What follows belongs to an exercise in optimizing a design on an open flow for small area and a short achievable clock period; a production flow would make more cautious choices. The RTL was checked by simulation tests, not by an equivalence proof against the original design.

==> flow/design.v (outline; a module is shown in full before it is edited, if it fits) <==
// module lane_fma: 2439 lines
module lane_fma (
    input  wire        clk,
    input  wire        rst,
    input  wire        in_valid,
    input  wire [2:0]  in_op,
    input  wire [1:0]  in_mod,
    input  wire [31:0] in_a,
    input  wire [31:0] in_b,
    input  wire [31:0] in_c,
    output reg         out_valid,
    output reg  [31:0] out_res,
    output reg         out_clamp,
    output reg         out_bad
);
  // ...
==> flow/flow/run.sh <==
#!/bin/bash
# The standard layout (standard.sh, unchanged synthesis), with two
# settings outside config.mk's list: timing repair aims for 7 ns of setup
# slack, and the port buffers are buf_1 cells. make's full output goes to
# standard.log; each ORFS step logs under orfs/logs/.
export SETUP_SLACK_MARGIN=7
export BUFFER_PORTS_ARGS="-buffer_cell sky130_fd_sc_hd__buf_1"
bash standard.sh > standard.log 2>&1
==> flow/standard.sh <==
#!/bin/bash
# synth_recipe.tcl (not shown) runs the flow's synth.tcl, then flattens the netlist and writes it again
# the make line also repeats each setting of config.mk as NAME=value (left out here)
make -C /OpenROAD-flow-scripts/flow DESIGN_CONFIG=/design/flow/config.mk WORK_HOME=/design/flow/orfs CLKGATE_MAP_FILE= SYNTH_SCRIPT=/design/flow/synth_recipe.tcl "${@:-finish}"
==> flow/config.mk <==
export PLATFORM = sky130hd
export DESIGN_NAME = lane_fma
export DESIGN_NICKNAME = lane_fma
export VERILOG_FILES = /design/flow/design.v
export SDC_FILE = /design/flow/constraint.sdc
export NUM_CORES = 4
export LEC_CHECK = 0
export CAP_MARGIN = 20
export CORE_MARGIN = 2
export CORE_UTILIZATION = 60
export SLEW_MARGIN = 20
==> flow/constraint.sdc <==
create_clock -name core_clock -period 11.0 [get_ports {clk}]
set_input_delay 2.2000 -clock core_clock [delete_from_list [all_inputs] [get_ports {clk}]]
set_output_delay 2.2000 -clock core_clock [all_outputs]
set_load 0.01 [all_outputs]
==> notes.md, run 1 <==
* Startpoint Class: flop
* Vias at 45,110
* # Taps at 940
* Area Growth Syn to Fin at 34.7%
* Req. time, crit path at 11,490 ps
* Routed met2 length at 78.0 mm
* Sink Count at 405
* WP depth at 16
* ANT cells at 6
* Placed instance count at 5,854
* Max reg flops at 127
* Initial antenna violation count at 9
* Status: complete, no violations
* Pre-CTS setup slack at 4330 ps
* First-pass GRT wire length at 261 mm
* Final worst slack at 5820 ps
* Tcrit/Tclk final at 47.1%
* Synthesis Warnings at 1
* Clock buf/inv share at 2.84%
* Synth cell types at 115
* Post-synthesis mux area share at 6.69%
* Post-synthesis simple-gate area fraction at 16.7%
* All-Layer GR Usage at 47.9%
* Drt first pass iters at 10
* Fill cells at 4,194
* Sequential element share of the synthesized area at 19.3%
* Crit-path slowest cell: a41oi_1
* Layout clock buffer count at 57
* Synth Area in Compound Gates at 19.0%
* Register area at 0.00816 mm2
==> run 2, diff against run 1 <==
==> flow/flow/run.sh (replaced) <==
#!/bin/bash
# The standard layout (standard.sh, unchanged synthesis), with two
# settings outside config.mk's list: timing repair aims for 6.5 ns of setup
# slack, and the port buffers are buf_1 cells. make's full output goes to
# standard.log; each ORFS step logs under orfs/logs/.
export SETUP_SLACK_MARGIN=6.5
export BUFFER_PORTS_ARGS="-buffer_cell sky130_fd_sc_hd__buf_1"
bash standard.sh > standard.log 2>&1
==> run 2 against run 1 <==
Register-to-register slack gained 240 ps. Synthesized cell count is the same. Hold slack gained 4.9 ps. Final cell count shrank 4.3%. Worst setup slack gained 240 ps. Sequential cell count is the same. Utilization shrank 9.1 points. Wire length shrank 12%. Non-clock buffer count shrank 263. Highest routed layer unchanged.
==> notes.md, run 2 <==
* Die Wd at 269 um
* Final worst slack at 6060 ps (+242 ps)
* Actual slew at the worst max-slew pin at 1370 ps
* Clock-pin slew on the worst setup and hold paths at 60 ps
* Max reg flops at 127 (unchanged)
* Startpoint Class: flop
* Dominant synthesized flop cell: dfxtp_1
* Number of synthesized flops with an enable pin at 0
* Tcrit/Tclk final at 44.9% (-2.2 points)
* DIE AREA at 0.0723 mm2
* Most frequent cells in the layout: 563 x nand2_1, 377 x xnor2_1, 368 x dfxtp_1, 326 x nor2_1, 312 x inv_1
* Largest Register: r2_q
* Total CTS buffers at 45
* Initial antenna violation count at 4 (-5)
* Commonest non-fill, non-tap cell in the layout: nand2_1
* WP depth at 17 (+1)
* GP Congestion at 1.03
* Peak fanout along the critical path at 17
* Drt total wl at 163 mm
* Req. time, crit path at 11,530 ps (+40 ps)
* # setup viols final at 0
* Rows at 97
* Top cells by area, synth: dfxtp_1 19%, fa_1 15%, xnor2_1 8.3%
* Grt ovf at 0
* Critical Path End: r3_mag[74]
* Critical path capture point type: flop
* Cts hold-fix bufs at 0
* Post-synth ARST share at 0%
* Sequential element share of the synthesized area at 19.3% (unchanged)
* First-pass GRT wire length at 236 mm (-9.4%)
* Largest net degree at the start of global routing at 74
* Synthesized area at 0.0421 mm2
* Core area at 0.0698 mm2
* Synth cell types at 115 (unchanged)
* Syn_area_per_cell at 8.35 um2
* Fill cells at 5,442 (+30%)
* Status: complete, no violations
* Final design utilization at 72.2%
* Final Hold Viols at 0
* CP Launch Point: r2_q[104]
* Number of top-level pins at 139
* Routed Antenna Nets at 0
* Fraction of layout cells with a size suffix above 1 at 18.9%
* DRC at 0
* Buffers on Ports at 138
* Die height at 269 um
* Vias in the first global route at 38,399
* Count leader, synth: nand2_1
* Final Critical Period at 4940 ps
* Max-cap check violation count at 0
* Synthesis Warnings at 1 (unchanged)
* Syn Nets at 5,648
* Final cell count without fillers at 6,166
* Clk root buf: clkbuf_16
* CP Data Arrival Time at 5460 ps
* Bufs and invs on worst path at 3
* Terminus of the critical flop-to-flop path: r3_mag[74]
* All-Layer GR Usage at 43.2% (-4.7 points)
* Slew Viols, Final at 0
* Htree depth at 2
* Hold Path Class: flop to flop
* Final TNS setup at 0 ps
* Detailed-route wire length per cell at 26.5 um
* Highest Clock Rate at 203 MHz
* Syn Inst Count at 5,042
* Crit-path slowest cell: or4_4
* Multi-input gate area at 0.0340 mm2
* DR iter-0 viols at 5,628
* Top-area cell type share of the netlist area at 19.3%
* Worst R2R Start: r2_q[104]
* Unrepaired setup endpoints after global routing: true
* Pre-CTS setup slack at 3980 ps (-347 ps)
* CP top delay family: simple AND/OR/NAND/NOR gates
* Worst-skew pair later-pin latency at 630 ps
* Crit-path max cell delay at 630 ps
* Worst path cell trace: ha_2 -> nand4_1 -> nor4_4 -> nand3_1 -> nor2_4 -> nor3_4 -> buf_4 -> a31o_4 -> or4_1 -> o211a_4 -> and4b_1 -> nand4_1 -> buf_4 -> or4_4 -> buf_12 -> o21a_1 -> o21ai_1
* ANT cells at 0 (-6)
* Final nets at 5,798
* Clock Skew at 42.6 ps
* Vias at 41,118 (-8.8%)
* Sink Count at 405 (unchanged)
* Initial Utilization at 60.3%
* Placed instance count at 5,850 (-0.068%)
* Yosys top cell by area: dfxtp_1
* Max_slew headroom at 8.19%
* Register area at 0.00821 mm2 (+0.60%)
* CTS tree: built
* Vias per inst at 6.67
* Worst R2R Setup Slack at 6060 ps
* Drt first pass iters at 7 (-3)
* Yosys reg bits at 405
* Regs by FF count: r2_q: 127 flops, r3_mag: 77 flops, out_res: 32 flops
* WS Path Type: flop to flop
* Area Growth Syn to Fin at 19.7%
* Post-synth top cells: 575 x nand2_1, 405 x dfxtp_1, 397 x xnor2_1
* Post-DP HPWL at 109 mm
* Cell depth of the worst flop-to-flop path at 17
* Max clock buf depth at 3
-- run 2: cell counts after synthesis --
No cell type changed its count.
-- run 2: worst reg2reg max path, cell delays in order, from the launching register on --
cell,delay (ps)
dfxtp_1,320
ha_2,430
nand4_1,230
nor4_4,390
nand3_1,230
nor2_4,240
nor3_4,100
buf_4,160
a31o_4,300
or4_1,530
o211a_4,200
and4b_1,300
nand4_1,110
buf_4,180
or4_4,630
buf_12,180
o21a_1,170
o21ai_1,130
-- run 2: per-stage QoR --
| stage | hold WS, ps | instance area, um2 |
|---|---|---|
| after floorplan | 310 | 42300 |
| after global placement | 310 | 43200 |
| after detailed placement | 312 | 43200 |
| after CTS | 327 | 47900 |
| after global routing | 330 | 50400 |
| final | 326 | 50400 |
-- run 2: layout make-up --
| type | instances | share of cell area, % |
|---|---|---|
| timing repair inverter | 2 | 0.0571 |
| clock buffer | 59 | 2.40 |
| multi-input combinational | 3960 | 67.5 |
| sequential | 405 | 16.3 |
| timing repair buffer | 456 | 8.41 |
| tap | 940 | 2.33 |
| clock inverter | 22 | 0.574 |
| inverter | 322 | 2.46 |
-- run 2: layer usage --
layer / part of all wire, % / GRT usage (%) / vias to the layer above
li1: - / - / 17880
met1: 37 / 56.1 / 19545
met2: 43 / 65.2 / 2975
met3: 13 / 10.6 / 710
met4: 7.3 / 25.4 / 8
met5: 0.080 / 0.878 / -
-- run 2: worst min path at each step --
stage / endpoint / slack (ps) / start / cells past startpoint
after floorplan: r2_mod[0] / 310 / r1_mod[0] / 0
after global routing: r3_e76[7] / 330 / r2_e76[7] / 0
after CTS: r3_sp_inf / 330 / r2_sp_inf / 0
after detailed placement: r3_sp_inf / 310 / r2_sp_inf / 0
after global placement: r2_sp_inf / 310 / r1_sp_inf / 0
final: r2_sp_inf / 330 / r1_sp_inf / 0
-- run 2: cells by family after synthesis --
family	after synthesis	share of synthesized area [%]
AOI/OAI and AO/OA	1183	19.0
xor gates and xnor gates	545	11.4
adders and majority gates	503	20.4
buffers and inverters	690	6.54
DFF	405	19.3
muxes	221	6.69
and+or+nand+nor	1495	16.7
-- run 2: repair_timing --
item	4_1_cts	5_1_grt
gates cloned	22	15
gates resized for setup	442	360
endpoints found under the setup margin	179	175
endpoints found under the hold margin	0	0
setup buffers	111	87
pin swaps	101	110
==> run 3, diff against run 2 <==
==> flow/flow/run.sh (replaced) <==
#!/bin/bash
# The standard layout (standard.sh, unchanged synthesis), with two
# settings outside config.mk's list: timing repair aims for 6.25 ns of setup
# slack, and the port buffers are buf_1 cells. make's full output goes to
# standard.log; each ORFS step logs under orfs/logs/.
export SETUP_SLACK_MARGIN=6.25
export BUFFER_PORTS_ARGS="-buffer_cell sky130_fd_sc_hd__buf_1"
bash standard.sh > standard.log 2>&1
==> run 3 against run 2 <==
First-iteration DRC count is 2.3% lower. Register-to-register slack is essentially flat. Area after synthesis did not move. Final area shrank 4.8%. Critical path depth up 1. Sequential cell count stayed put. Largest cell class unchanged.
==> notes.md, run 3 <==
* WS Path Type: flop to flop
* Highest Clock Rate at 202 MHz (-0.20%)
* Worst R2R Setup Slack at 6050 ps (about the same)
* Worst-skew pair later-pin latency at 600 ps (-30 ps)
* Sink Count at 405 (unchanged)
* Area Growth Syn to Fin at 14.0%
* All-Layer GR Usage at 41.5% (-1.7 points)
* Pre-CTS setup slack at 3990 ps (+10.8 ps)
* Routed Antenna Nets at 0 (unchanged)
* Terminus of the critical flop-to-flop path: r3_mag[76]
* Rows at 97 (unchanged)
* Htree depth at 2 (unchanged)
* Die height at 269 um (unchanged)
* Number of top-level pins at 139 (unchanged)
* Post-Synth XOR/XNOR Area at 11.4% (unchanged)
* Synth Area in Compound Gates at 19.0% (unchanged)
* Max_slew headroom at 31.5% (+23 points)
* Dominant synthesized flop cell: dfxtp_1
* CTS tree: built
* Initial Utilization at 60.3% (unchanged)
* Clock-pin slew on the worst setup and hold paths at 60 ps (about the same)
* Drt first pass iters at 10 (+3)
* Post-synth top cells: 575 x nand2_1, 405 x dfxtp_1, 397 x xnor2_1
* Crit-path max cell delay at 650 ps (+20 ps)
* Die Wd at 269 um (unchanged)
* Clock Skew at 39.3 ps (-3.28 ps)
* Final Critical Period at 4950 ps (+9.68 ps)
* Initial antenna violation count at 4 (unchanged)
* Cts hold-fix bufs at 0 (unchanged)
* Yosys reg bits at 405 (unchanged)
* Grt ovf at 0 (unchanged)
* Vias in the first global route at 37,260 (-3.0%)
* WHS at 311 ps (-15.8 ps)
* Final worst slack at 6050 ps (-9.68 ps)
* Metal-1 WL at 59.9 mm (-1.3%)
* DRC at 0 (unchanged)
* CP Data Arrival Time at 5460 ps (about the same)
* Drt total wl at 155 mm (-4.9%)
* Met3 WL post-DR at 17.7 mm (-14%)
* Slew Viols, Final at 0 (unchanged)
* Most frequent cells in the layout: 570 x nand2_1, 379 x xnor2_1, 377 x dfxtp_1, 334 x a22oi_1, 331 x nor2_1
* Critical Path End: r3_mag[76]
* DIE AREA at 0.0723 mm2 (unchanged)
* Tcrit/Tclk final at 45.0% (+0.088 points)
* GP Congestion at 1.03 (+0.76%)
* Vias per inst at 6.59 (-1.2%)
* Clk root buf: clkbuf_16
* Worst R2R Start: r2_q[2]
* Fraction of layout cells with a size suffix above 1 at 14.0% (-4.9 points)
* DR iter-0 viols at 5,501 (-2.3%)
* Largest net degree at the start of global routing at 128 (+73%)
* Peak fanout along the critical path at 7 (-10)
* Synthesized area at 0.0421 mm2 (unchanged)
* Buffers on Ports at 138 (unchanged)
* Syn Inst Count at 5,042 (unchanged)
* Highest metal used: met5
* Main combinational cell family by area after synthesis: adder cells
* Total CTS buffers at 44 (-2.2%)
* Largest Register: r2_q
* First-pass GRT wire length at 229 mm (-3.0%)
* Synth cell types at 115 (unchanged)
* Top cells by area, synth: dfxtp_1 19%, fa_1 15%, xnor2_1 8.3%
* Max-cap check violation count at 0 (unchanged)
* Startpoint Class: flop
* Syn Nets at 5,648 (unchanged)
* Post-DP HPWL at 110 mm (+1.1%)
* Post-synthesis simple-gate area fraction at 16.7% (unchanged)
* Commonest non-fill, non-tap cell in the layout: nand2_1
* Req. time, crit path at 11,510 ps (-20 ps)
* ANT cells at 0 (unchanged)
* Syn_area_per_cell at 8.35 um2 (unchanged)
* Count leader, synth: nand2_1
* Hold Crit Depth at 0 (unchanged)
* Detailed-route wire length per cell at 25.6 um (-3.2%)
* Core area at 0.0698 mm2 (unchanged)
* Max clock buf depth at 3 (unchanged)
* Top-area cell type share of the netlist area at 19.3% (unchanged)
* Routed met2 length at 66.8 mm (-4.5%)
* Vias at 39,941 (-2.9%)
* Post-synthesis mux area share at 6.69% (unchanged)
* # setup viols final at 0 (unchanged)
* Actual slew at the worst max-slew pin at 1020 ps (-354 ps)
* Synth Area in Adders at 20.4% (unchanged)
* Final TNS setup at 0 ps (unchanged)
* Yosys top cell by area: dfxtp_1
* Sequential element share of the synthesized area at 19.3% (unchanged)
* Hold Path Class: flop to flop
* Regs by FF count: r2_q: 127 flops, r3_mag: 77 flops, out_res: 32 flops
* Critical path capture point type: flop
* Unrepaired setup endpoints after global routing: true
* Max reg flops at 127 (unchanged)
* Post-synth ARST share at 0% (unchanged)
* Synthesis Warnings at 1 (unchanged)
* Crit-path slowest cell: or4_4
* Status: complete, no violations
* Final Hold Viols at 0 (unchanged)
* Final nets at 5,694 (-1.8%)
* Worst path cell trace: ha_4 -> fa_2 -> a21o_1 -> a221o_2 -> a221oi_4 -> buf_6 -> o211a_4 -> clkinv_8 -> fa_2 -> a221oi_2 -> nand3_2 -> xor2_2 -> and3_4 -> nand4_1 -> or4_4 -> buf_6 -> o21a_1 -> o22ai_2
* Number of synthesized flops with an enable pin at 0 (unchanged)
* CP Launch Point: r2_q[2]
* Cell depth of the worst flop-to-flop path at 18 (+1)
* Fill cells at 5,817 (+6.9%)
run 3: area by class of cell:
class	instances	area (um2)	area share (%)
well taps	940	1180	2.45
multi-input cells	3952	33000	68.8
clock buffers	59	1280	2.67
clock inverters	21	259	0.540
repair inverters	1	11.3	0.0235
inverters	322	1260	2.62
flip-flops and latches	405	8180	17.0
repair buffers	362	2790	5.82
run 3: stage by stage:
| stage | util (%) | cells | area (um2) |
|---|---|---|---|
| 2_1_floorplan | - | 5042 | 42200 |
| 3_3_place_gp | 61.9 | 5852 | 43200 |
| 3_5_place_dp | 61.9 | 5852 | 43200 |
| 4_1_cts | 66.5 | 6003 | 46400 |
| 5_1_grt | 68.7 | 6062 | 48000 |
| 6_report | 68.7 | 6062 | 48000 |
run 3: worst max-delay path: cells and delay by family, from the launching register on:
family | cells | cell delay [ps]
buf+inv | 3 | 420
flops | 1 | 330
simple gates | 4 | 1160
xor+xnor | 1 | 220
compound gates | 7 | 1810
fa+ha+maj | 3 | 920
run 3: what timing repair did:
| item | CTS | global route |
|---|---|---|
| gates cloned | 3 | 12 |
| buffers inserted | 68 | 47 |
| resized for setup | 236 | 246 |
| pin swaps | 53 | 73 |
| endpoints found under the setup margin | 196 | 155 |
run 3: logic make-up after synthesis:
logic type | Yosys count
AO/OA/AOI/OAI | 1183
XOR/XNOR | 545
adder cells (fa/ha/maj) | 503
buffers and inverters | 690
flip-flops | 405
multiplexers | 221
AND/OR/NAND/NOR | 1495
run 3: worst min-delay path by stage:
stage / startpoint / slack, ps / to
floorplan: r1_mod[0] / 310 / r2_mod[0]
global placement: r1_mod[0] / 310 / r2_mod[0]
detailed placement: r2_sp_bad / 310 / r3_sp_bad
CTS: r1_psign / 310 / r2_psign
global route: r1_sp_bad / 320 / r2_sp_bad
finish: r2_sp_inf / 310 / r3_sp_inf
run 3: routing by layer:
metal	vias to the layer above	global-route usage, %
li1	17671	-
met2	2612	62.8
met3	581	9.58
met5	-	0
met1	19069	54.3
met4	8	23.9
==> run 4, diff against run 3 <==
==> flow/flow/run.sh (replaced) <==
#!/bin/bash
# The standard layout (standard.sh, unchanged synthesis), with two
# settings outside config.mk's list: timing repair aims for 6 ns of setup
# slack, and the port buffers are buf_1 cells. make's full output goes to
# standard.log; each ORFS step logs under orfs/logs/.
export SETUP_SLACK_MARGIN=6
export BUFFER_PORTS_ARGS="-buffer_cell sky130_fd_sc_hd__buf_1"
bash standard.sh > standard.log 2>&1
==> run 4 against run 3 <==
Still clean. Utilization decreased by 2.1 points. Fmax decreased by 1.0%. Register-to-register slack worse by 50 ps. First-iteration DRC count fell by 5.4%. Clock-buffer cell count fell by 9. Critical path type unchanged.
==> notes.md, run 4 <==
* Drt first pass iters at 6 (-4)
* Fraction of layout cells with a size suffix above 1 at 11.2% (-2.8 points)
* CTS tree: built
* Htree depth at 2 (unchanged)
* First-pass GRT wire length at 227 mm (-0.84%)
* Final Critical Period at 5000 ps (+50.4 ps)
* Largest net degree at the start of global routing at 133 (+3.9%)
* Max-cap check violation count at 0 (unchanged)
* Vias in the first global route at 36,726 (-1.4%)
* Regs by FF count: r2_q: 127 flops, r3_mag: 77 flops, out_res: 32 flops
* Sink Count at 405 (unchanged)
* Yosys top cell by area: dfxtp_1
* Die Wd at 269 um (unchanged)
* WS Path Type: flop to flop
* Syn Nets at 5,648 (unchanged)
* Syn_area_per_cell at 8.35 um2 (unchanged)
* Synth Area in Adders at 20.4% (unchanged)
* Number of synthesized flops with an enable pin at 0 (unchanged)
* Final TNS setup at 0 ps (unchanged)
* Max_slew headroom at 22.9% (-8.6 points)
* Multi-input gate area at 0.0324 mm2 (-1.9%)
* DRC at 0 (unchanged)
* Synthesized area at 0.0421 mm2 (unchanged)
* Initial Utilization at 60.3% (unchanged)
* Register area at 0.00813 mm2 (-0.55%)
* Actual slew at the worst max-slew pin at 1150 ps (+129 ps)
* Yosys reg bits at 405 (unchanged)
* Die height at 269 um (unchanged)
* Hold Path Class: flop to flop
* Clock Skew at 24.3 ps (-15.1 ps)
* Largest Register: r2_q
* Placed instance count at 5,852 (unchanged)
* Most frequent cells in the layout: 571 x nand2_1, 389 x dfxtp_1, 371 x xnor2_1, 345 x nor2_1, 337 x a22oi_1
* Tcrit/Tclk final at 45.4% (+0.46 points)
* CP top delay family: compound AO/OA/AOI/OAI gates
* Drt total wl at 153 mm (-1.8%)
* Highest Clock Rate at 200 MHz (-1.0%)
* Area Growth Syn to Fin at 10.4%
* Critical path capture point type: flop
* Synth cell types at 115 (unchanged)
* # setup viols final at 0 (unchanged)
* Grt ovf at 0 (unchanged)
* Dominant synthesized flop cell: dfxtp_1
* Pre-CTS setup slack at 4150 ps (+160 ps)
* Rows at 97 (unchanged)
* Req. time, crit path at 11,530 ps (+20 ps)
* Unrepaired setup endpoints after global routing: true
* Fill cells at 6,012 (+3.4%)
* Post-synth top cells: 575 x nand2_1, 405 x dfxtp_1, 397 x xnor2_1
* DIE AREA at 0.0723 mm2 (unchanged)
* Post-Synth XOR/XNOR Area at 11.4% (unchanged)
* Crit-path max cell delay at 680 ps (+30 ps)
* Post-synthesis mux area share at 6.69% (unchanged)
* WHS at 326 ps (+15.0 ps)
* Top cells by area, synth: dfxtp_1 19%, fa_1 15%, xnor2_1 8.3%
* DR iter-0 viols at 5,203 (-5.4%)
* Final cell count without fillers at 6,017 (-0.74%)
* Clock-pin slew on the worst setup and hold paths at 60 ps (about the same)
* Final worst slack at 6000 ps (-50.4 ps)
* Post-synthesis simple-gate area fraction at 16.7% (unchanged)
* Vias at 39,425 (-1.3%)
* Clk root buf: clkbuf_16
* Worst-skew pair later-pin latency at 610 ps (about the same)
* Vias per inst at 6.55 (-0.55%)
* Final design utilization at 66.6% (-2.1 points)
* Detailed-route wire length per cell at 25.4 um (-1.1%)
* Max reg flops at 127 (unchanged)
* Initial antenna violation count at 10 (+6)
* Synthesis Warnings at 1 (unchanged)
* Number of top-level pins at 139 (unchanged)
* CP Data Arrival Time at 5530 ps (+70 ps)
* Startpoint Class: flop
* Total CTS buffers at 46 (+4.5%)
* Buffers on Ports at 138 (unchanged)
* Crit-path slowest cell: or4_4
* Slew Viols, Final at 0 (unchanged)
* Routed Antenna Nets at 0 (unchanged)
* Critical path's most frequent cell: fa_2
* Sequential element share of the synthesized area at 19.3% (unchanged)
* Bufs and invs on worst path at 2 (-1)
* Post-DP HPWL at 112 mm (+1.7%)
* Count leader, synth: nand2_1
* Core area at 0.0698 mm2 (unchanged)
* Max clock buf depth at 3 (unchanged)
* Peak fanout along the critical path at 6 (-1)
* Top-area cell type share of the netlist area at 19.3% (unchanged)
* Main combinational cell family by area after synthesis: adder cells
* Final Hold Viols at 0 (unchanged)
* Synth Area in Compound Gates at 19.0% (unchanged)
* Worst path cell trace: ha_4 -> fa_2 -> a21o_1 -> a221o_2 -> a221oi_4 -> buf_6 -> inv_2 -> fa_2 -> a21o_4 -> o211ai_1 -> xor2_2 -> and4b_1 -> nand4_1 -> or4_4 -> o2111ai_2 -> a21boi_2
* All-Layer GR Usage at 41.4% (-0.11 points)
* GP Congestion at 1.04 (+0.37%)
* Final nets at 5,641 (-0.93%)
* Syn Inst Count at 5,042 (unchanged)
* Status: complete, no violations
* Post-synth ARST share at 0% (unchanged)
* Commonest non-fill, non-tap cell in the layout: nand2_1
==> run 4: changes by cell type in the layout (fill, tap and decap cells not counted), sizes merged <==
cell	previous run	this run
a31oi	34	35
bufbuf	2	1
nand3	103	102
nand2	580	576
clkbuf	67	52
clkinvlp	5	6
inv	321	330
buf	352	308
or4	7	8
diode	0	7
clkinv	13	14
==> run 4: logic make-up after synthesis <==
group | after synthesis
and+or+nand+nor | 1495
DFF | 405
AOI/OAI and AO/OA | 1183
adders and majority gates | 503
buffers and inverters | 690
xor gates and xnor gates | 545
muxes | 221
==> run 4: final timing paths <==
kind	start	to	slack (ps)	cells past startpoint
max	r2_q[2]	r3_mag[69]	6000	16
min	r2_e76[9]	r3_e76[9]	330	0
min reg2reg	r2_e76[9]	r3_e76[9]	330	0
max reg2reg	r2_q[2]	r3_mag[69]	6000	16
==> run 4: timing repair <==
| item | in CTS | in global routing |
|---|---|---|
| cloned | 4 | 1 |
| hold buffers | 0 | 0 |
| gates resized for setup | 112 | 140 |
| setup buffers | 44 | 26 |
| endpoints found under the setup margin | 158 | 169 |
| pin swaps | 25 | 36 |
==> run 4: layer usage <==
metal	track usage (%)	wire length (um)
met5	0	40
met2	60.7	64100
met4	21.0	9130
met1	54.8	59200
met3	12.9	20100
==> run 4: stage by stage <==
step / cell area [um2]
finish: 46500
CTS: 45600
global placement: 43100
detailed placement: 43100
floorplan: 42200
global route: 46500
==> run 4: area by class of cell <==
class,instances,area share (%)
Timing Repair Buffer,311,4.23
Clock inverter,33,0.837
Clock buffer,50,2.53
Sequential cell,405,17.5
Inverter,322,2.68
Tap cell,940,2.53
Multi-Input combinational cell,3949,69.7
Antenna cell,7,0.0377
==> run 5, diff against run 4 <==
--- a/flow/config.mk
+++ b/flow/config.mk
@@ -9,3 +9,5 @@
 export CORE_MARGIN = 2
 export CORE_UTILIZATION = 60
+export CTS_CLUSTER_DIAMETER = 100
+export CTS_CLUSTER_SIZE = 25
 export SLEW_MARGIN = 20
==> run 5 against run 4 <==
First-iteration DRC count grew 1.2%. Wire length shrank 0.66%. Sequential share of layout area grew 0.22 points. Fmax shrank 1.4%. Synthesized cell count is the same. Critical endpoint is now r3_mag[76]. Highest routed layer is now met4.
==> notes.md, run 5 <==
* Sink Count at 405 (unchanged)
* Hold Path Class: flop to flop
* Initial antenna violation count at 5 (-5)
* Drt first pass iters at 7 (+1)
* Grt ovf at 0 (unchanged)
* Cell depth of the worst flop-to-flop path at 20 (+4)
* Core area at 0.0698 mm2 (unchanged)
* Multi-input gate area at 0.0325 mm2 (+0.24%)
* Placed instance count at 5,852 (unchanged)
* Dominant synthesized flop cell: dfxtp_1
* Syn_area_per_cell at 8.35 um2 (unchanged)
* Die Wd at 269 um (unchanged)
* Synth cell types at 115 (unchanged)
* CP Data Arrival Time at 5630 ps (+100 ps)
* Most frequent cells in the layout: 572 x nand2_1, 386 x dfxtp_1, 370 x xnor2_1, 347 x nor2_1, 337 x a22oi_1
* Unrepaired setup endpoints after global routing: true
* Final TNS setup at 0 ps (unchanged)
* Sequential element share of the synthesized area at 19.3% (unchanged)
* Largest Register: r2_q
* Area Growth Syn to Fin at 9.19%
* DRC at 0 (unchanged)
* DIE AREA at 0.0723 mm2 (unchanged)
* Highest Clock Rate at 197 MHz (-1.4%)
* Final worst slack at 5930 ps (-68.9 ps)
* Worst R2R Setup Slack at 5930 ps (-70 ps)
* Syn Inst Count at 5,042 (unchanged)
* Final cell count without fillers at 5,976 (-0.68%)
* CTS tree: built
* Vias in the first global route at 36,413 (-0.85%)
* Vias per inst at 6.56 (about the same)
* Buffers on Ports at 138 (unchanged)
* Post-synth top cells: 575 x nand2_1, 405 x dfxtp_1, 397 x xnor2_1
* Fraction of layout cells with a size suffix above 1 at 10.8% (-0.37 points)
* DR iter-0 viols at 5,263 (+1.2%)
* Number of synthesized flops with an enable pin at 0 (unchanged)
* Critical path capture point type: flop
* Cts hold-fix bufs at 0 (unchanged)
* Final Hold Viols at 0 (unchanged)
* All-Layer GR Usage at 41.0% (-0.34 points)
* Slew Viols, Final at 0 (unchanged)
* Startpoint Class: flop
* GP Congestion at 1.04 (unchanged)
* Max-cap check violation count at 0 (unchanged)
* Req. time, crit path at 11,560 ps (+30 ps)
* Rows at 97 (unchanged)
* Top cells by area, synth: dfxtp_1 19%, fa_1 15%, xnor2_1 8.3%
* Post-DP HPWL at 112 mm (unchanged)
* Clock Skew at 29.5 ps (+5.20 ps)
* Hold Crit Endpoint: r3_e76[9]
* Count leader, synth: nand2_1
* Max reg flops at 127 (unchanged)
* Worst R2R Start: r2_q[2]
* Worst-skew pair later-pin latency at 620 ps (about the same)
* Hold Crit Depth at 0 (unchanged)
* Synthesized area at 0.0421 mm2 (unchanged)
* Register area at 0.00814 mm2 (+0.11%)
* Number of top-level pins at 139 (unchanged)
* Actual slew at the worst max-slew pin at 1140 ps (-9.63 ps)
* Synthesis Warnings at 1 (unchanged)
* First-pass GRT wire length at 226 mm (-0.63%)
* Final Critical Period at 5070 ps (+68.9 ps)
* Total CTS buffers at 25 (-46%)
* Fill cells at 6,067 (+0.91%)
* WS Path Type: flop to flop
* Initial Utilization at 60.3% (unchanged)
* Status: complete, no violations
* Max clock buf depth at 3 (unchanged)
* Final nets at 5,628 (-0.23%)
* Top-area cell type share of the netlist area at 19.3% (unchanged)
* Yosys top cell by area: dfxtp_1
* # setup viols final at 0 (unchanged)
* Detailed-route wire length per cell at 25.4 um (about the same)
* Yosys reg bits at 405 (unchanged)
* Peak fanout along the critical path at 14 (+8)
* Terminus of the critical flop-to-flop path: r3_mag[76]
* Vias at 39,191 (-0.59%)
* Final design utilization at 65.9% (-0.76 points)
* Pre-CTS setup slack at 4150 ps (unchanged)
* Max_slew headroom at 23.6% (+0.65 points)
* Clock-pin slew on the worst setup and hold paths at 100 ps (+40 ps)
* Tcrit/Tclk final at 46.0% (+0.63 points)
* Htree depth at 1 (-1)
* Largest net degree at the start of global routing at 133 (unchanged)
* Drt total wl at 152 mm (-0.66%)
* Routed Antenna Nets at 0 (unchanged)
* Commonest non-fill, non-tap cell in the layout: nand2_1
* Min-delay src: r2_e76[9]
* Post-synth ARST share at 0% (unchanged)
* Clk root buf: clkbuf_16
* Syn Nets at 5,648 (unchanged)
* Regs by FF count: r2_q: 127 flops, r3_mag: 77 flops, out_res: 32 flops
* Die height at 269 um (unchanged)
-- run 5: timing repair --
item | CTS | global route
gates resized for setup | 112 | 155
gates cloned | 4 | 3
setup buffers | 38 | 38
pin swaps | 21 | 33
endpoints found under the setup margin | 157 | 171
-- run 5: worst max-delay path, stage by stage, from the launching register on --
cell      delay, ps
dfxtp_2         350
ha_4            160
fa_2            380
a21o_1          210
a221o_2         400
a221oi_4        290
buf_6           200
o211a_4         220
inv_4           110
fa_2            420
buf_4           170
nor2_1          140
a221oi_2         60
nand3_2         110
xor2_2          270
and3_1          240
nand4_1         180
buf_4           230
or4_4           560
o21a_1          230
o22ai_2          90
-- run 5: area by class of cell --
type                       instances  area share, %
clock buffer                      26           1.39
inverter                         322           2.71
timing repair buffer             319           4.51
multi-input combinational       3949           70.6
tap                              940           2.56
clock inverter                    12          0.466
antenna                            3         0.0163
sequential                       405           17.7
-- run 5: worst max-delay path by stage --
stage / start / to / slack, ps / cells after the start
2_1_floorplan: in_a[23] / r1_far / 6000 / 19
4_1_cts: r1_far / r2_q[102] / 5880 / 11
6_report: r2_q[2] / r3_mag[76] / 5930 / 20
3_3_place_gp: r2_q[2] / r3_mag[51] / 4250 / 16
3_5_place_dp: r2_q[2] / r3_mag[51] / 4150 / 16
5_1_grt: r2_q[78] / r3_mag[73] / 5840 / 20
-- run 5: kinds of logic after synthesis --
family / count (synthesis) / synth area share (%)
AOI/OAI and AO/OA: 1183 / 19.0
xor gates and xnor gates: 545 / 11.4
adders and majority gates: 503 / 20.4
buffers and inverters: 690 / 6.54
DFF: 405 / 19.3
muxes: 221 / 6.69
and+or+nand+nor: 1495 / 16.7
-- run 5: metrics by stage --
step / area [um2] / hold slack (ps)
2_1_floorplan: 42200 / 310
3_3_place_gp: 43100 / 310
3_5_place_dp: 43100 / 312
4_1_cts: 44800 / 333
5_1_grt: 46000 / 338
6_report: 46000 / 332
-- run 5: metal layers --
layer	wire, um	vias to the layer above	global-route usage, %	share of wire (%)
li1	-	17504	-	-
met2	63700	2606	60.0	42
met4	8950	0	21.2	5.9
met1	59400	18618	55.5	39
met3	19500	463	11.1	13
met5	0	-	0	0
==> run 6, diff against run 5 <==
--- a/flow/config.mk
+++ b/flow/config.mk
@@ -10,4 +10,4 @@
 export CORE_UTILIZATION = 60
 export CTS_CLUSTER_DIAMETER = 100
-export CTS_CLUSTER_SIZE = 25
+export CTS_CLUSTER_SIZE = 30
 export SLEW_MARGIN = 20
==> run 6 against run 5 <==
Critical endpoint is now r3_mag[51]. Die area unchanged. Hold slack improved by 2.9 ps. Synthesized cell count stayed put. Area after synthesis is the same. Via count is 0.20% higher.
==> notes.md, run 6 <==
* Vias in the first global route at 36,365 (-0.13%)
* Worst-skew pair later-pin latency at 630 ps (about the same)
* Hold Crit Depth at 0 (unchanged)
* Htree depth at 1 (unchanged)
* Commonest non-fill, non-tap cell in the layout: nand2_1
* Final TNS setup at 0 ps (unchanged)
* Req. time, crit path at 11,530 ps (-30 ps)
* Total CTS buffers at 22 (-12%)
* Placed instance count at 5,852 (unchanged)
* Final cell count without fillers at 5,968 (-0.13%)
* Sink Count at 405 (unchanged)
* First-pass GRT wire length at 226 mm (about the same)
* Worst R2R Setup Slack at 6000 ps (+60 ps)
* WHS at 335 ps (+2.92 ps)
* Post-route cell area at 0.0458 mm2 (-0.39%)
* Clk root buf: clkbuf_16
* CP Data Arrival Time at 5540 ps (-90 ps)
* Hold Crit Endpoint: r3_e76[9]
* Status: complete, no violations
* CP top delay family: compound AO/OA/AOI/OAI gates
* Synthesized area at 0.0421 mm2 (unchanged)
* Fraction of layout cells with a size suffix above 1 at 10.5% (-0.30 points)
* Final nets at 5,617 (-0.20%)
* Max-cap check violation count at 0 (unchanged)
* Top-area cell type share of the netlist area at 19.3% (unchanged)
* Number of top-level pins at 139 (unchanged)
* Bufs and invs on worst path at 1 (-3)
* Worst path cell trace: ha_4 -> fa_2 -> a21o_1 -> a221o_2 -> buf_4 -> o21ai_1 -> a21oi_1 -> nor3_4 -> a21boi_0 -> xnor2_1 -> a22oi_1 -> o21ai_0 -> and3b_1 -> and4_4 -> nand2_8 -> mux2_2
* Crit-path max cell delay at 500 ps (-60 ps)
* Cell depth of the worst flop-to-flop path at 16 (-20%)
* Max clock buf depth at 3 (unchanged)
* Largest Register: r2_q
* Post-synth top cells: 575 x nand2_1, 405 x dfxtp_1, 397 x xnor2_1
* All-Layer GR Usage at 41.0% (about the same)
* Highest Clock Rate at 200 MHz (+1.2%)
* Terminus of the critical flop-to-flop path: r3_mag[51]
* Vias per inst at 6.58 (+0.33%)
* DR iter-0 viols at 5,499 (+4.5%)
* Core area at 0.0698 mm2 (unchanged)
* Grt ovf at 0 (unchanged)
* Synth cell types at 115 (unchanged)
* Actual slew at the worst max-slew pin at 1130 ps (-5.04 ps)
* Fill cells at 6,096 (+0.48%)
* Yosys reg bits at 405 (unchanged)
* Final Critical Period at 5000 ps (-62.1 ps)
* Rows at 97 (unchanged)
* Most frequent cells in the layout: 572 x nand2_1, 387 x dfxtp_1, 371 x xnor2_1, 345 x nor2_1, 337 x a22oi_1
* Startpoint Class: flop
* Unrepaired setup endpoints after global routing: true
* Syn_area_per_cell at 8.35 um2 (unchanged)
* Tcrit/Tclk final at 45.5% (-0.56 points)
* Peak fanout along the critical path at 41 (+27)
* CTS tree: built
* Syn Nets at 5,648 (unchanged)
* Top cells by area, synth: dfxtp_1 19%, fa_1 15%, xnor2_1 8.3%
* Routed Antenna Nets at 0 (unchanged)
* Drt first pass iters at 7 (unchanged)
* Count leader, synth: nand2_1
* Initial Utilization at 60.3% (unchanged)
* Clock Skew at 70.1 ps (+40.7 ps)
* Number of synthesized flops with an enable pin at 0 (unchanged)
* WS Path Type: flop to flop
* Min-delay src: r2_e76[9]
* Detailed-route wire length per cell at 25.5 um (+0.36%)
* DRC at 0 (unchanged)
* Clock-pin slew on the worst setup and hold paths at 120 ps (+20 ps)
* Synthesis Warnings at 1 (unchanged)
* Vias at 39,268 (+0.20%)
* Final design utilization at 65.6% (-0.26 points)
* Final worst slack at 6000 ps (+62.1 ps)
* Yosys top cell by area: dfxtp_1
* Max_slew headroom at 23.9% (+0.34 points)
* Slew Viols, Final at 0 (unchanged)
* DIE AREA at 0.0723 mm2 (unchanged)
* Largest net degree at the start of global routing at 133 (unchanged)
* # setup viols final at 0 (unchanged)
* Hold Path Class: flop to flop
* Syn Inst Count at 5,042 (unchanged)
* Drt total wl at 152 mm (+0.23%)
* Max reg flops at 127 (unchanged)
* Post-DP Area at 0.0431 mm2 (unchanged)
* Die height at 269 um (unchanged)
* Die Wd at 269 um (unchanged)
* WP depth at 16 (-20%)
* Dominant synthesized flop cell: dfxtp_1
* Post-synth ARST share at 0% (unchanged)
* Crit-path slowest cell: o21ai_1
* Critical path capture point type: flop
* Sequential element share of the synthesized area at 19.3% (unchanged)
* Initial antenna violation count at 4 (-1)
* Regs by FF count: r2_q: 127 flops, r3_mag: 77 flops, out_res: 32 flops
* Buffers on Ports at 138 (unchanged)
* Post-DP HPWL at 112 mm (unchanged)
* Worst R2R Start: r2_q[78]
* Area Growth Syn to Fin at 8.76%
* Pre-CTS setup slack at 4150 ps (unchanged)
* Final Hold Viols at 0 (unchanged)
* GP Congestion at 1.04 (unchanged)
==> run 6: cell counts after synthesis <==
Identical to the previous run, type by type.
==> run 6: area by class of cell <==
cell class / instances / area, um2 / area share [%]
antenna: 3 / 7.51 / 0.0164
clock buffer: 25 / 593 / 1.30
clock inverter: 13 / 199 / 0.435
inverter: 322 / 1240 / 2.72
multi-input combinational: 3949 / 32400 / 70.8
sequential: 405 / 8140 / 17.8
tap: 940 / 1180 / 2.57
timing repair buffer: 311 / 2000 / 4.36
==> run 6: logic make-up after synthesis <==
group	count (synthesis)	share of synthesized area, %
mux	221	6.69
simple gates	1495	16.7
compound gates	1183	19.0
fa+ha+maj	503	20.4
flops	405	19.3
buf+inv	690	6.54
xor+xnor	545	11.4
==> run 6: worst max-delay path by stage <==
stage	slack [ps]	start	endpoint
final	6000	r2_q[78]	r3_mag[51]
after global routing	5900	r2_q[78]	r3_mag[73]
after CTS	5970	r1_far	r2_q[102]
after detailed placement	4150	r2_q[2]	r3_mag[51]
after global placement	4250	r2_q[2]	r3_mag[51]
after floorplan	6000	in_a[23]	r1_far
==> run 6: what timing repair did <==
item                                    4_1_cts  5_1_grt
endpoints found under the setup margin      159      168
gates resized for setup                     112      149
pin swaps                                    22       35
gates cloned                                  4        2
hold buffers                                  0        0
buffers inserted                             40       29
==> run 6: metal layers <==
metal	wire length [um]	vias up	share of wire (%)	track usage (%)
met5	0	-	0	0
met4	8990	0	5.9	20.6
met3	19500	497	13	11.8
li1	-	17491	-	-
met2	63900	2636	42	60.0
met1	59600	18644	39	55.1

[what the ideal ports hide]
Ports are ideal in the flow. The routed layouts listed here were re-timed in OpenROAD.
Step 1 sets driving cells, clkbuf_16 on the clock port and buf_2 on the other inputs (assumed; they add their load-dependent delay and slew).
Step 2 also shifts input and output timing later by t, the mid clock arrival at the registers, as if the neighbouring blocks saw the same clock.
a / b / c = no drivers / after step 1 / after step 2; a / b = the first two.
run	shift t [ns]	setup WS [ns]	worst setup path at the end	worst slew at a driven data input, ns	cell pins on the clock port's net
run 1	0.690	5.821 / 5.821 / 5.687	input to register	0.06	1
run 2	0.677	6.064 / 6.064 / 5.586	input to register	0.05	1
run 3	0.653	6.054 / 6.054 / 5.638	input to register	0.07	1
run 4	0.667	6.003 / 6.003 / 5.552	input to register	0.08	1
run 5	0.681	5.935 / 5.935 / 5.509	input to register	0.13	1
run 6	0.661	5.997 / 5.997 / 5.545	input to register	0.14	1
After both steps setup and hold are still met in every run listed. The setup slack of run 2, which loses most, moves by 0.000 ns with the drivers and by -0.478 ns with both steps.
